Background: an optimization exercise with open tools, aiming at small area, a short achievable clock period and few clock cycles per item. Do not read the settings as production practice. In this exercise RTL edits were held to simulation tests only and were not proved equivalent to the original.

==> flow/design.v <==
module sha256_lane (
    input  wire         clk,
    input  wire         rst,           
    input  wire         in_valid,
    output wire         in_ready,
    input  wire         in_first,
    input  wire [511:0] in_block,      
    output reg          out_valid,
    output wire [255:0] out_digest     
);
    localparam [31:0] IV0 = 32'h6a09e667, IV1 = 32'hbb67ae85,
                      IV2 = 32'h3c6ef372, IV3 = 32'ha54ff53a,
                      IV4 = 32'h510e527f, IV5 = 32'h9b05688c,
                      IV6 = 32'h1f83d9ab, IV7 = 32'h5be0cd19;
    localparam [31:0] K0  = 32'h428a2f98;
    reg        run;         
    reg        fin;         
    reg        ld;          
    reg  [2:0] idl;         
    reg  [5:0] kidx;        
    reg        first;       
    reg        live;        
    reg        shift;       
    reg        nld, nshift;
    reg  [3:0] ivs;         
    reg [31:0] a, b, c, d, e, f, g, h;
    reg [31:0] hk;          
    reg [31:0] w [0:15];    
    reg [31:0] x0, x1, x2, x3, y0, y1, y2, y3;
    reg [31:0] k_n;
    always @(*) begin
        case (kidx)
            6'd0:  k_n = 32'h428a2f98; 6'd1:  k_n = 32'h71374491;
            6'd2:  k_n = 32'hb5c0fbcf; 6'd3:  k_n = 32'he9b5dba5;
            6'd4:  k_n = 32'h3956c25b; 6'd5:  k_n = 32'h59f111f1;
            6'd6:  k_n = 32'h923f82a4; 6'd7:  k_n = 32'hab1c5ed5;
            6'd8:  k_n = 32'hd807aa98; 6'd9:  k_n = 32'h12835b01;
            6'd10: k_n = 32'h243185be; 6'd11: k_n = 32'h550c7dc3;
            6'd12: k_n = 32'h72be5d74; 6'd13: k_n = 32'h80deb1fe;
            6'd14: k_n = 32'h9bdc06a7; 6'd15: k_n = 32'hc19bf174;
            6'd16: k_n = 32'he49b69c1; 6'd17: k_n = 32'hefbe4786;
            6'd18: k_n = 32'h0fc19dc6; 6'd19: k_n = 32'h240ca1cc;
            6'd20: k_n = 32'h2de92c6f; 6'd21: k_n = 32'h4a7484aa;
            6'd22: k_n = 32'h5cb0a9dc; 6'd23: k_n = 32'h76f988da;
            6'd24: k_n = 32'h983e5152; 6'd25: k_n = 32'ha831c66d;
            6'd26: k_n = 32'hb00327c8; 6'd27: k_n = 32'hbf597fc7;
            6'd28: k_n = 32'hc6e00bf3; 6'd29: k_n = 32'hd5a79147;
            6'd30: k_n = 32'h06ca6351; 6'd31: k_n = 32'h14292967;
            6'd32: k_n = 32'h27b70a85; 6'd33: k_n = 32'h2e1b2138;
            6'd34: k_n = 32'h4d2c6dfc; 6'd35: k_n = 32'h53380d13;
            6'd36: k_n = 32'h650a7354; 6'd37: k_n = 32'h766a0abb;
            6'd38: k_n = 32'h81c2c92e; 6'd39: k_n = 32'h92722c85;
            6'd40: k_n = 32'ha2bfe8a1; 6'd41: k_n = 32'ha81a664b;
            6'd42: k_n = 32'hc24b8b70; 6'd43: k_n = 32'hc76c51a3;
            6'd44: k_n = 32'hd192e819; 6'd45: k_n = 32'hd6990624;
            6'd46: k_n = 32'hf40e3585; 6'd47: k_n = 32'h106aa070;
            6'd48: k_n = 32'h19a4c116; 6'd49: k_n = 32'h1e376c08;
            6'd50: k_n = 32'h2748774c; 6'd51: k_n = 32'h34b0bcb5;
            6'd52: k_n = 32'h391c0cb3; 6'd53: k_n = 32'h4ed8aa4a;
            6'd54: k_n = 32'h5b9cca4f; 6'd55: k_n = 32'h682e6ff3;
            6'd56: k_n = 32'h748f82ee; 6'd57: k_n = 32'h78a5636f;
            6'd58: k_n = 32'h84c87814; 6'd59: k_n = 32'h8cc70208;
            6'd60: k_n = 32'h90befffa; 6'd61: k_n = 32'ha4506ceb;
            6'd62: k_n = 32'hbef9a3f7; default: k_n = 32'hc67178f2;
        endcase
    end
    function [31:0] bk_add;
        input [31:0] x, y;
        reg   [31:0] p, gg, pp;
        integer i, l;
        begin
            p  = x ^ y;
            gg = x & y;
            pp = p;
            for (l = 1; l < 32; l = l * 2)
                for (i = 2 * l - 1; i < 32; i = i + 2 * l) begin
                    gg[i] = gg[i] | (pp[i] & gg[i-l]);
                    pp[i] = pp[i] & pp[i-l];
                end
            for (l = 8; l >= 1; l = l / 2)
                for (i = 3 * l - 1; i < 32; i = i + 2 * l) begin
                    gg[i] = gg[i] | (pp[i] & gg[i-l]);
                    pp[i] = pp[i] & pp[i-l];
                end
            bk_add = p ^ {gg[30:0], 1'b0};
        end
    endfunction
    wire [31:0] e6  = {e[5:0], e[31:6]}, e11 = {e[10:0], e[31:11]}, e25 = {e[24:0], e[31:25]};
    wire [31:0] a2  = {a[1:0], a[31:2]}, a13 = {a[12:0], a[31:13]}, a22 = {a[21:0], a[31:22]};
    wire [31:0] s1  = e6 ^ e11 ^ e25;
    wire [31:0] ch  = (e & f) | (~e & g);
    wire [31:0] s0  = a2 ^ a13 ^ a22;
    wire [31:0] maj = (a & b) | (a & c) | (b & c);
    wire [31:0] ap_s = (hk ^ e6) ^ (w[0] ^ e11) ^ e25;
    wire [31:0] ap_c = ((s1 & (hk | w[0])) | (~s1 & (hk & w[0]))) << 1;
    wire [31:0] aq_s = (ch ^ a2) ^ (maj ^ a13) ^ a22;
    wire [31:0] aq_c = ((s0 & (ch | maj)) | (~s0 & (ch & maj))) << 1;
    wire [31:0] ar_s = ap_s ^ ap_c ^ aq_s;
    wire [31:0] ar_c = ((ap_s & ap_c) | (ap_s & aq_s) | (ap_c & aq_s)) << 1;
    wire [31:0] at_s = ar_s ^ ar_c ^ aq_c;
    wire [31:0] at_c = ((ar_s & ar_c) | (ar_s & aq_c) | (ar_c & aq_c)) << 1;
    wire [31:0] a_new = at_s + at_c;
    wire [31:0] eq_s = ap_s ^ ap_c ^ ch;
    wire [31:0] eq_c = ((ap_s & ap_c) | (ap_s & ch) | (ap_c & ch)) << 1;
    wire [31:0] er_s = eq_s ^ eq_c ^ d;
    wire [31:0] er_c = ((eq_s & eq_c) | (eq_s & d) | (eq_c & d)) << 1;
    wire [31:0] e_new = er_s + er_c;
    wire [31:0] ms0  = {w[1][6:0], w[1][31:7]} ^ {w[1][17:0], w[1][31:18]} ^ (w[1] >> 3);
    wire [31:0] ms1  = {w[14][16:0], w[14][31:17]} ^ {w[14][18:0], w[14][31:19]} ^ (w[14] >> 10);
    wire [31:0] wp_s = w[0] ^ w[9] ^ ms0;
    wire [31:0] wp_c = ((w[0] & w[9]) | (w[0] & ms0) | (w[9] & ms0)) << 1;
    wire [31:0] wq_s = wp_s ^ wp_c ^ ms1;
    wire [31:0] wq_c = ((wp_s & wp_c) | (wp_s & ms1) | (wp_c & ms1)) << 1;
    wire [31:0] w_new = wq_s + wq_c;
    wire [31:0] xsel  = ivs[3] ? IV3 : ivs[2] ? IV2 : ivs[1] ? IV1 : ivs[0] ? IV0 : x3;
    wire [31:0] ysel  = ivs[3] ? IV7 : ivs[2] ? IV6 : ivs[1] ? IV5 : ivs[0] ? IV4 : y3;
    wire [31:0] sum_x = bk_add(xsel, live ? a : 32'd0);
    wire [31:0] sum_y = bk_add(ysel, live ? e : 32'd0);
    wire [31:0] hsrc  = ({32{ld}} & y2) | ({32{nld}} & g);
    wire [31:0] hk_n  = hsrc + k_n;
    wire        ldf   = ld & in_first;
    wire        ldx   = ld & ~in_first;
    wire [31:0] mf    = {32{ldf}};
    wire [31:0] mx    = {32{ldx}};
    wire [31:0] mn    = {32{nld}};
    wire [31:0] ml    = {32{ld}};
    wire [31:0] ms    = {32{shift}};
    wire [31:0] mh    = {32{nshift}};
    assign in_ready   = ld;
    assign out_digest = {x0, x1, x2, x3, y0, y1, y2, y3};
    wire        acc   = ld & in_valid;
    wire        last  = (kidx == 6'd0);             
    wire        ff_n  = run & ((kidx[5:2] == 4'b1111 & kidx[1:0] != 2'b00) | last);
    integer i;
    always @(posedge clk) begin
        if (rst) begin
            run       <= 1'b0;
            fin       <= 1'b0;
            ld        <= 1'b1;
            nld       <= 1'b0;
            idl       <= 3'd0;
            kidx      <= 6'd0;
            live      <= 1'b0;
            shift     <= 1'b1;
            nshift    <= 1'b0;
            ivs       <= 4'd0;
            out_valid <= 1'b0;
        end else begin
            out_valid <= fin;
            run       <= acc | (run & ~last);
            fin       <= run & last;
            ld        <= (run & last) | idl[2];
            nld       <= ~((run & last) | idl[2]);
            idl       <= {idl[1:0], ld & ~in_valid};
            live      <= acc | run;
            shift     <= ff_n | idl[2] | (|idl[1:0]) | (ld & ~in_valid);
            nshift    <= ~(ff_n | idl[2] | (|idl[1:0]) | (ld & ~in_valid));
            ivs       <= {4{first}} & {run & (kidx == 6'd61), run & (kidx == 6'd62),
                                       run & (kidx == 6'd63), run & last};
            if (acc) begin
                kidx  <= 6'd1;
                first <= in_first;
            end else if (run & ~last)
                kidx  <= kidx + 6'd1;
        end
        x0 <= (ms & sum_x) | (mh & x0); x1 <= (ms & x0) | (mh & x1);
        x2 <= (ms & x1) | (mh & x2);    x3 <= (ms & x2) | (mh & x3);
        y0 <= (ms & sum_y) | (mh & y0); y1 <= (ms & y0) | (mh & y1);
        y2 <= (ms & y1) | (mh & y2);    y3 <= (ms & y2) | (mh & y3);
        for (i = 0; i < 15; i = i + 1)
            w[i] <= (ml & in_block[511 - 32*i -: 32]) | (mn & w[i+1]);
        w[15] <= (ml & in_block[31:0]) | (mn & w_new);
        a <= (mf & IV0) | (mx & sum_x) | (mn & a_new);
        b <= (mf & IV1) | (mx & x0)    | (mn & a);
        c <= (mf & IV2) | (mx & x1)    | (mn & b);
        d <= (mf & IV3) | (mx & x2)    | (mn & c);
        e <= (mf & IV4) | (mx & sum_y) | (mn & e_new);
        f <= (mf & IV5) | (mx & y0)    | (mn & e);
        g <= (mf & IV6) | (mx & y1)    | (mn & f);
        h <= (mf & IV7) | (mx & y2)    | (mn & g);
        hk <= ({32{ldf}} & (IV7 + K0)) | ({32{~ldf}} & hk_n);
    end
endmodule
export LEC_CHECK = 0
export CAP_MARGIN = 20
export CORE_MARGIN = 2
export CORE_UTILIZATION = 50
export CTS_CLUSTER_DIAMETER = 80
export CTS_CLUSTER_SIZE = 25
export PLACE_DENSITY = 0.65
export SLEW_MARGIN = 20
export TNS_END_PERCENT = 10
create_clock -name core_clock -period 16.0 [get_ports {clk}]
standard.sh (not shown) runs the stock make flow with config.mk's settings and CLKGATE_MAP_FILE= SYNTH_SCRIPT=/design/flow/synth_recipe.tcl, a recipe that flattens the netlist after the stock synthesis.
==> flow/flow/run.sh <==
#!/bin/bash
# The standard layout (standard.sh, unchanged synthesis), with two
# differences in how the layout is made:
#  - the timing repair steps aim for a setup slack margin well above zero,
#    so that the achieved period is pushed down;
#  - the port buffers that global placement inserts use the smallest buffer
#    (buf_1) instead of the delay cell buffer_ports picks by default.
set -euo pipefail
export SETUP_SLACK_MARGIN=11.25
export BUFFER_PORTS_ARGS="-buffer_cell sky130_fd_sc_hd__buf_1"
bash standard.sh > standard.log 2>&1
Testbench counts at the start, summed over its fixed seeds: cycles 24,976, blocks 384.
Edit:
Settings changed: TNS_END_PERCENT 10 to unset.
Effect:
- synthesized area stays the same
- synthesized cell count is unchanged
- worst setup slack gains 0.027 ns
- worst hold slack gains 0.0039 ns
- sequential cell count is unchanged
- design area came out higher by 1.1%
- die area stays the same
- fmax came out higher by 0.56%
- utilization came out higher by 0.64 points

==> separate check: timing with driven ports <==
Ports are ideal in the flow. The routed layouts listed here were re-timed in OpenROAD. Step 1: set_driving_cell puts a clkbuf_16 on clk and a buf_2 on each other input, an assumption about the parent block. Step 2 also shifts input and output timing later by t, the mid clock arrival at the registers, as if the neighbouring blocks saw the same clock. Three values: ideal, step 1, step 2; two values: the first two.
run | t, ns | slack for setup (ns) | hold WS [ns] | worst register clock-pin slew, ns
the first run | 0.795 | 11.189 / 11.167 / 10.544 | 0.412 / 0.412 / 0.412 | 0.10 / 0.10
the second run | 0.798 | 11.215 / 11.170 / 10.665 | 0.416 / 0.416 / 0.416 | 0.10 / 0.10
After both steps every run listed still meets setup and hold. For the first run, which loses most, drivers alone change the setup slack by -0.022 ns; drivers and shift together by -0.645 ns.
